This is an optimization exercise on Yosys and OpenROAD, whose aim is small area, a short achievable clock period and few clock cycles per item, not a production implementation. In this exercise RTL edits were held to simulation tests only and were not proved equivalent to the original. The flow treats the clock pin as an ideal source, which a real chip does not have. Power is estimated from default activity; no workload was simulated.

==> inputs of job 5455 <==
## sage_enc
module sage_enc (
    input  wire        clk,
    input  wire        rst,
    input  wire        in_valid,
    output wire        in_ready,
    input  wire [11:0] in_sample,
    input  wire [3:0]  in_mode,
    input  wire [3:0]  in_range,
    input  wire [7:0]  in_flags,
    input  wire [5:0]  in_chg_index,
    output wire        out_valid,
    input  wire        out_ready,
    output wire [31:0] out_data,
    output wire        out_last
);
    localparam integer D = 66;           
    function [12:0] zigzag(input [11:0] a, input [11:0] b);
        reg [12:0] d;
        begin
            d = {a[11], a} - {b[11], b};
            zigzag = d[12] ? ~{d[11:0], 1'b0} : {d[11:0], 1'b0};
        end
    endfunction
    reg        in_rdy_r;
    reg  [6:0] occ;             
    wire       fire = in_valid & in_rdy_r;
    reg        iv;
    reg [11:0] ix;
    reg  [5:0] iidx;
    reg        ifirst, ilast;
    reg  [3:0] imode;
    reg  [3:0] im1h;            
    reg [17:0] imeta;
    assign in_ready = in_rdy_r;
    always @(posedge clk) begin
        ix     <= in_sample;
        ifirst <= (iidx == 6'd0);
        ilast  <= (iidx == 6'd63);
  ...
Settings: LEC_CHECK=0, CAP_MARGIN=20, CORE_MARGIN=2, CORE_UTILIZATION=25, CTS_BUF_LIST=sky130_fd_sc_hd__clkbuf_16, CTS_CLUSTER_DIAMETER=80, CTS_CLUSTER_SIZE=20, GPL_ROUTABILITY_DRIVEN=1, PLACE_DENSITY=0.4, SLEW_MARGIN=20; clock period 15.0 ns.
standard.sh (not shown) runs the stock make flow with config.mk's settings and CLKGATE_MAP_FILE= SYNTH_SCRIPT=/design/flow/synth_recipe.tcl, a recipe that flattens the netlist after the stock synthesis.
==> flow/flow/run.sh <==
#!/bin/bash
# The standard layout (the standard.sh: unchanged synthesis and steps)
# with three hooks:
#  - after global placement, flow/ports.tcl sizes the buffers that
#    buffer_ports put on the input and output ports to buf_4;
#  - after clock tree synthesis, flow/rt.tcl runs a setup repair with a
#    margin, then legalises the placement again;
#  - after global routing, flow/grt.tcl repeats that repair with global-route
#    parasitics and re-routes the changed nets incrementally.
# make's full output goes to standard_flow.log; each ORFS step keeps its own
# log under orfs/logs/.
set -euo pipefail
export POST_GLOBAL_PLACE_TCL="$PWD/flow/ports.tcl"
export POST_CTS_TCL="$PWD/flow/rt.tcl"
export POST_GLOBAL_ROUTE_TCL="$PWD/flow/grt.tcl"
bash standard.sh > standard_flow.log 2>&1
==> flow/flow/grt.tcl <==
# After global routing: repair setup timing again, now with global-route
# parasitics and the same margin, then legalise and re-route the changed
# nets incrementally, as ORFS's own global-route repair does.
estimate_parasitics -global_routing
repair_timing -setup -setup_margin 11.0 -verbose
global_route -start_incremental
detailed_placement
global_route -end_incremental
check_placement -verbose
estimate_parasitics -global_routing
write_guides $::env(RESULTS_DIR)/route.guide
==> flow/flow/ports.tcl <==
# Size the buffers that buffer_ports put on the input and output ports
# (everything but the clock) to a plain buf_4.
set block [ord::get_db_block]
set nswap 0
foreach bterm [$block getBTerms] {
  set net [$bterm getNet]
  if {$net == "NULL"} { continue }
  if {[$net getSigType] == "CLOCK" || [$bterm getName] == "clk"} { continue }
  foreach iterm [$net getITerms] {
    set inst [$iterm getInst]
    set mname [[$inst getMaster] getName]
    if {[string match "sky130_fd_sc_hd__*buf*" $mname] && $mname != "sky130_fd_sc_hd__buf_4"} {
      replace_cell [get_cells [$inst getName]] sky130_fd_sc_hd__buf_4
      incr nswap
    }
  }
}
puts "ports.tcl: resized $nswap port buffers"
==> flow/flow/rt.tcl <==
# After clock tree synthesis: repair setup timing with a setup margin, so
# that paths longer than the clock period less the margin get resized or
# buffered (the constraints themselves are unchanged), then legalise again.
estimate_parasitics -placement
repair_timing -setup -setup_margin 11.0 -verbose
detailed_placement
check_placement -verbose
==> job 417 (differences from job 5455) <==
--- a/flow/design.v
+++ b/flow/design.v
@@ -183,15 +183,17 @@
         e_blk = 4'd0;
         for (ee = 0; ee < 11; ee = ee + 1)
             if (vf[ee])
                 e_blk = ee[3:0] + 4'd1;
     end
     wire w_last = iv && ilast;
     wire p_is_l = p_mode[3];
-    reg  [6:0] rptr;
+    localparam integer NROW = (D + 7) / 8;
+    reg  [NROW-1:0] rrow;
+    reg  [7:0] rcol;
     reg  [5:0] ridx;
     reg        r_v;
     reg [11:0] r_x;
     reg        r_first, r_last;
     reg  [3:0] a_mode, a_exp;   
     wire       r_cons;
     wire       r_free   = !r_v || r_cons;
@@ -227,33 +229,41 @@
         end
     end
     reg  [11:0] rdata;
     integer ri;
     always @(*) begin
         rdata = 12'd0;
         for (ri = 0; ri < D; ri = ri + 1)
-            rdata = rdata | (mem[ri] & {12{rptr == ri}});
+            rdata = rdata | (mem[ri] & {12{rrow[ri / 8] & rcol[ri % 8]}});
     end
     always @(posedge clk) begin
         if (rd) begin
             r_x     <= rdata;
             r_first <= (ridx == 6'd0);
             r_last  <= (ridx == 6'd63);
         end
         if (r_start || r_early) begin
             a_mode <= (dec2 || r_early) ? d_mode : p_mode;
             a_exp  <= (dec2 || r_early) ? d_exp : (dec1 ? e_blk : p_exp);
         end
         if (rst) begin
-            rptr <= 7'd0;
+            rrow <= {{(NROW-1){1'b0}}, 1'b1};
+            rcol <= 8'd1;
             ridx <= 6'd0;
             r_v  <= 1'b0;
         end else begin
             if (rd) begin
-                rptr <= (rptr == D - 1) ? 7'd0 : rptr + 7'd1;
+                if (rrow[(D - 1) / 8] && rcol[(D - 1) % 8]) begin
+                    rrow <= {{(NROW-1){1'b0}}, 1'b1};
+                    rcol <= 8'd1;
+                end else begin
+                    rcol <= {rcol[6:0], rcol[7]};
+                    if (rcol[7])
+                        rrow <= {rrow[NROW-2:0], rrow[NROW-1]};
+                end
                 ridx <= ridx + 6'd1;
             end
             if (rd)
                 r_v <= 1'b1;
             else if (r_cons)
                 r_v <= 1'b0;
         end
==> flow/flow/grt.tcl (replaced) <==
# After global routing: repair setup timing again, now with global-route
# parasitics and the same margin, then legalise and re-route the changed
# nets incrementally, as ORFS's own global-route repair does.
estimate_parasitics -global_routing
repair_timing -setup -setup_margin 11.3 -verbose
global_route -start_incremental
detailed_placement
global_route -end_incremental
check_placement -verbose
estimate_parasitics -global_routing
write_guides $::env(RESULTS_DIR)/route.guide
==> flow/flow/rt.tcl (replaced) <==
# After clock tree synthesis: repair setup timing with a setup margin, so
# that paths longer than the clock period less the margin get resized or
# buffered (the constraints themselves are unchanged), then legalise again.
estimate_parasitics -placement
repair_timing -setup -setup_margin 11.3 -verbose
detailed_placement
check_placement -verbose
CORE_UTILIZATION = 50   (was 25)
PLACE_DENSITY = 0.65   (was 0.4)
==> flow_summary_export.csv <==
group,metric,value,unit
power_and_ir_drop,pg_seq,4.25,mW
power_and_ir_drop,internal-power,6.29,mW
routing,drt-total-wl,249000,um
synth,yosysUniqueCellTypes,105,
sta,tightest_slew,1350,ps
run_status,outcome,"complete, no violations",
routing,m1WireLength,104000,um
sta,period_minus_slack,4320,ps
final_layout,instances_no_fill,8380,
synth,syn_area,59200,um^2
final_layout,clock_cell_area_share,4.37,%
final_layout,seq_cells,1219,
power_and_ir_drop,switching_share,34.6,%
place,dp.cells,8153,
place,dp_hpwl,170000,um
power_and_ir_drop,peakVddDrop,88.3,uV
That was job 5455.
==> flow_summary_export.csv <==
group,metric,value,unit
sta,period_minus_slack,4230,ps
synth,yosysUniqueCellTypes,106,
power_and_ir_drop,peakVddDrop,114,uV
final_layout,seq_cells,1229,
final_layout,instances_no_fill,6703,
power_and_ir_drop,switching_share,33.2,%
power_and_ir_drop,internal-power,6.13,mW
synth,syn_area,59100,um^2
run_status,outcome,"complete, no violations",
routing,drt-total-wl,196000,um
place,dp.cells,6492,
That was job 417.
Testbench counts of job 5455, summed over its fixed seeds: cycles 66,400, blocks 1,024.
Testbench counts of job 417, summed over its fixed seeds: cycles 66,400, blocks 1,024.

==> inputs of 06-23 <==
RTL: one of the versions met above, not the one the previous note started from.
Settings: LEC_CHECK=0, CAP_MARGIN=20, CORE_MARGIN=2, CORE_UTILIZATION=38, CTS_BUF_LIST=sky130_fd_sc_hd__clkbuf_16, CTS_CLUSTER_DIAMETER=80, CTS_CLUSTER_SIZE=20, GPL_ROUTABILITY_DRIVEN=1, PLACE_DENSITY=0.55, SLEW_MARGIN=20; clock period 15.0 ns.
==> flow/flow/grt.tcl <==
# After global routing: repair setup timing again, now with global-route
# parasitics and the same margin, then legalise and re-route the changed
# nets incrementally, as ORFS's own global-route repair does.
estimate_parasitics -global_routing
repair_timing -setup -setup_margin 11.0 -verbose
global_route -start_incremental
detailed_placement
global_route -end_incremental
check_placement -verbose
estimate_parasitics -global_routing
write_guides $::env(RESULTS_DIR)/route.guide
==> flow/flow/rt.tcl <==
# After clock tree synthesis: repair setup timing with a setup margin, so
# that paths longer than the clock period less the margin get resized or
# buffered (the constraints themselves are unchanged), then legalise again.
estimate_parasitics -placement
repair_timing -setup -setup_margin 11.0 -verbose
detailed_placement
check_placement -verbose
Scripts as last shown in full above: flow/flow/run.sh, flow/flow/ports.tcl
==> inputs of 07-01, as changes to 06-23 <==
--- a/flow/design.v
+++ b/flow/design.v
@@ -182,19 +182,17 @@
     always @(*) begin
         e_blk = 4'd0;
         for (ee = 0; ee < 11; ee = ee + 1)
             if (vf[ee])
                 e_blk = ee[3:0] + 4'd1;
     end
     wire w_last = iv && ilast;
     wire p_is_l = p_mode[3];
-    localparam integer NROW = (D + 7) / 8;
-    reg  [NROW-1:0] rrow;
-    reg  [7:0] rcol;
+    reg  [6:0] rptr;
     reg  [5:0] ridx;
     reg        r_v;
     reg [11:0] r_x;
     reg        r_first, r_last;
     reg  [3:0] a_mode, a_exp;   
     wire       r_cons;
     wire       r_free   = !r_v || r_cons;
     wire       readable = (ridx != 6'd0) || p_new || dec1;
@@ -228,43 +226,35 @@
             r_early <= r_start && dec1;
         end
     end
     reg  [11:0] rdata;
     integer ri;
     always @(*) begin
         rdata = 12'd0;
         for (ri = 0; ri < D; ri = ri + 1)
-            rdata = rdata | (mem[ri] & {12{rrow[ri / 8] & rcol[ri % 8]}});
+            rdata = rdata | (mem[ri] & {12{rptr == ri}});
     end
     always @(posedge clk) begin
         if (rd) begin
             r_x     <= rdata;
             r_first <= (ridx == 6'd0);
             r_last  <= (ridx == 6'd63);
         end
         if (r_start || r_early) begin
             a_mode <= (dec2 || r_early) ? d_mode : p_mode;
             a_exp  <= (dec2 || r_early) ? d_exp : (dec1 ? e_blk : p_exp);
         end
         if (rst) begin
-            rrow <= {{(NROW-1){1'b0}}, 1'b1};
-            rcol <= 8'd1;
+            rptr <= 7'd0;
             ridx <= 6'd0;
             r_v  <= 1'b0;
         end else begin
             if (rd) begin
-                if (rrow[(D - 1) / 8] && rcol[(D - 1) % 8]) begin
-                    rrow <= {{(NROW-1){1'b0}}, 1'b1};
-                    rcol <= 8'd1;
-                end else begin
-                    rcol <= {rcol[6:0], rcol[7]};
-                    if (rcol[7])
-                        rrow <= {rrow[NROW-2:0], rrow[NROW-1]};
-                end
+                rptr <= (rptr == D - 1) ? 7'd0 : rptr + 7'd1;
                 ridx <= ridx + 6'd1;
             end
             if (rd)
                 r_v <= 1'b1;
             else if (r_cons)
                 r_v <= 1'b0;
         end
     end
- CORE_UTILIZATION: 38 -> 50
- PLACE_DENSITY: 0.55 -> 0.65
==> run summary <==
In sequential power, 07-01 and 06-23 hardly differ. Of 07-01 and 06-23, 06-23 has the higher cell area (gap 0.82%, measured against 06-23). Maximum frequency is about the same in 07-01 and 06-23. Of 07-01 and 06-23, 07-01 has the higher synthesized cell count (gap 0.32%, measured against 06-23). Global-route usage: 06-23 is lower than 07-01 (7.4 points). In 06-23 the worst setup slack is higher than in 07-01, by 0.0027 ns. Against 07-01, the sequential share of layout area of 06-23 is lower by 0.13 points. Of 07-01 and 06-23, 07-01 has the higher via count (gap about 2.6%, measured against 06-23).
Testbench counts of 06-23, summed over its fixed seeds: cycles 66,400, blocks 1,024.
Testbench counts of 07-01, summed over its fixed seeds: cycles 66,400, blocks 1,024.

==> what the ideal ports hide <==
The flow's constraints put no driver on any port. The routed layouts listed below were extracted and timed again, unchanged, in two steps.
Step 1 assumes that a clkbuf_16 drives the clock port and a buf_2 every other input.
Step 2 moves the port delays by t, midway between the first and last clock arrival at a register: inputs arrive t later, outputs are due t later. That takes back most of the time a late clock gives input paths.
a / b / c = ideal ports / drivers / drivers and shift; a / b = the first two.
run	t (ns)	slack for setup (ns)	worst hold slack (ns)	worst setup path after step 2	clock arrival spread, ns
job 5455	0.842	10.677 / 10.590 / 10.408	0.421 / 0.421 / 0.421	input to register	0.079 / 0.079
job 417	0.779	10.768 / 10.687 / 10.663	0.418 / 0.418 / 0.418	input to register	0.059 / 0.058
06-23	0.806	10.760 / 10.680 / 10.422	0.405 / 0.405 / 0.405	input to register	0.053 / 0.052
07-01	0.772	10.758 / 10.697 / 10.500	0.410 / 0.410 / 0.410	input to register	0.085 / 0.086
After both steps every run listed still meets setup and hold. The setup slack of 06-23, which loses most, moves by -0.080 ns with the drivers and by -0.338 ns with both steps.
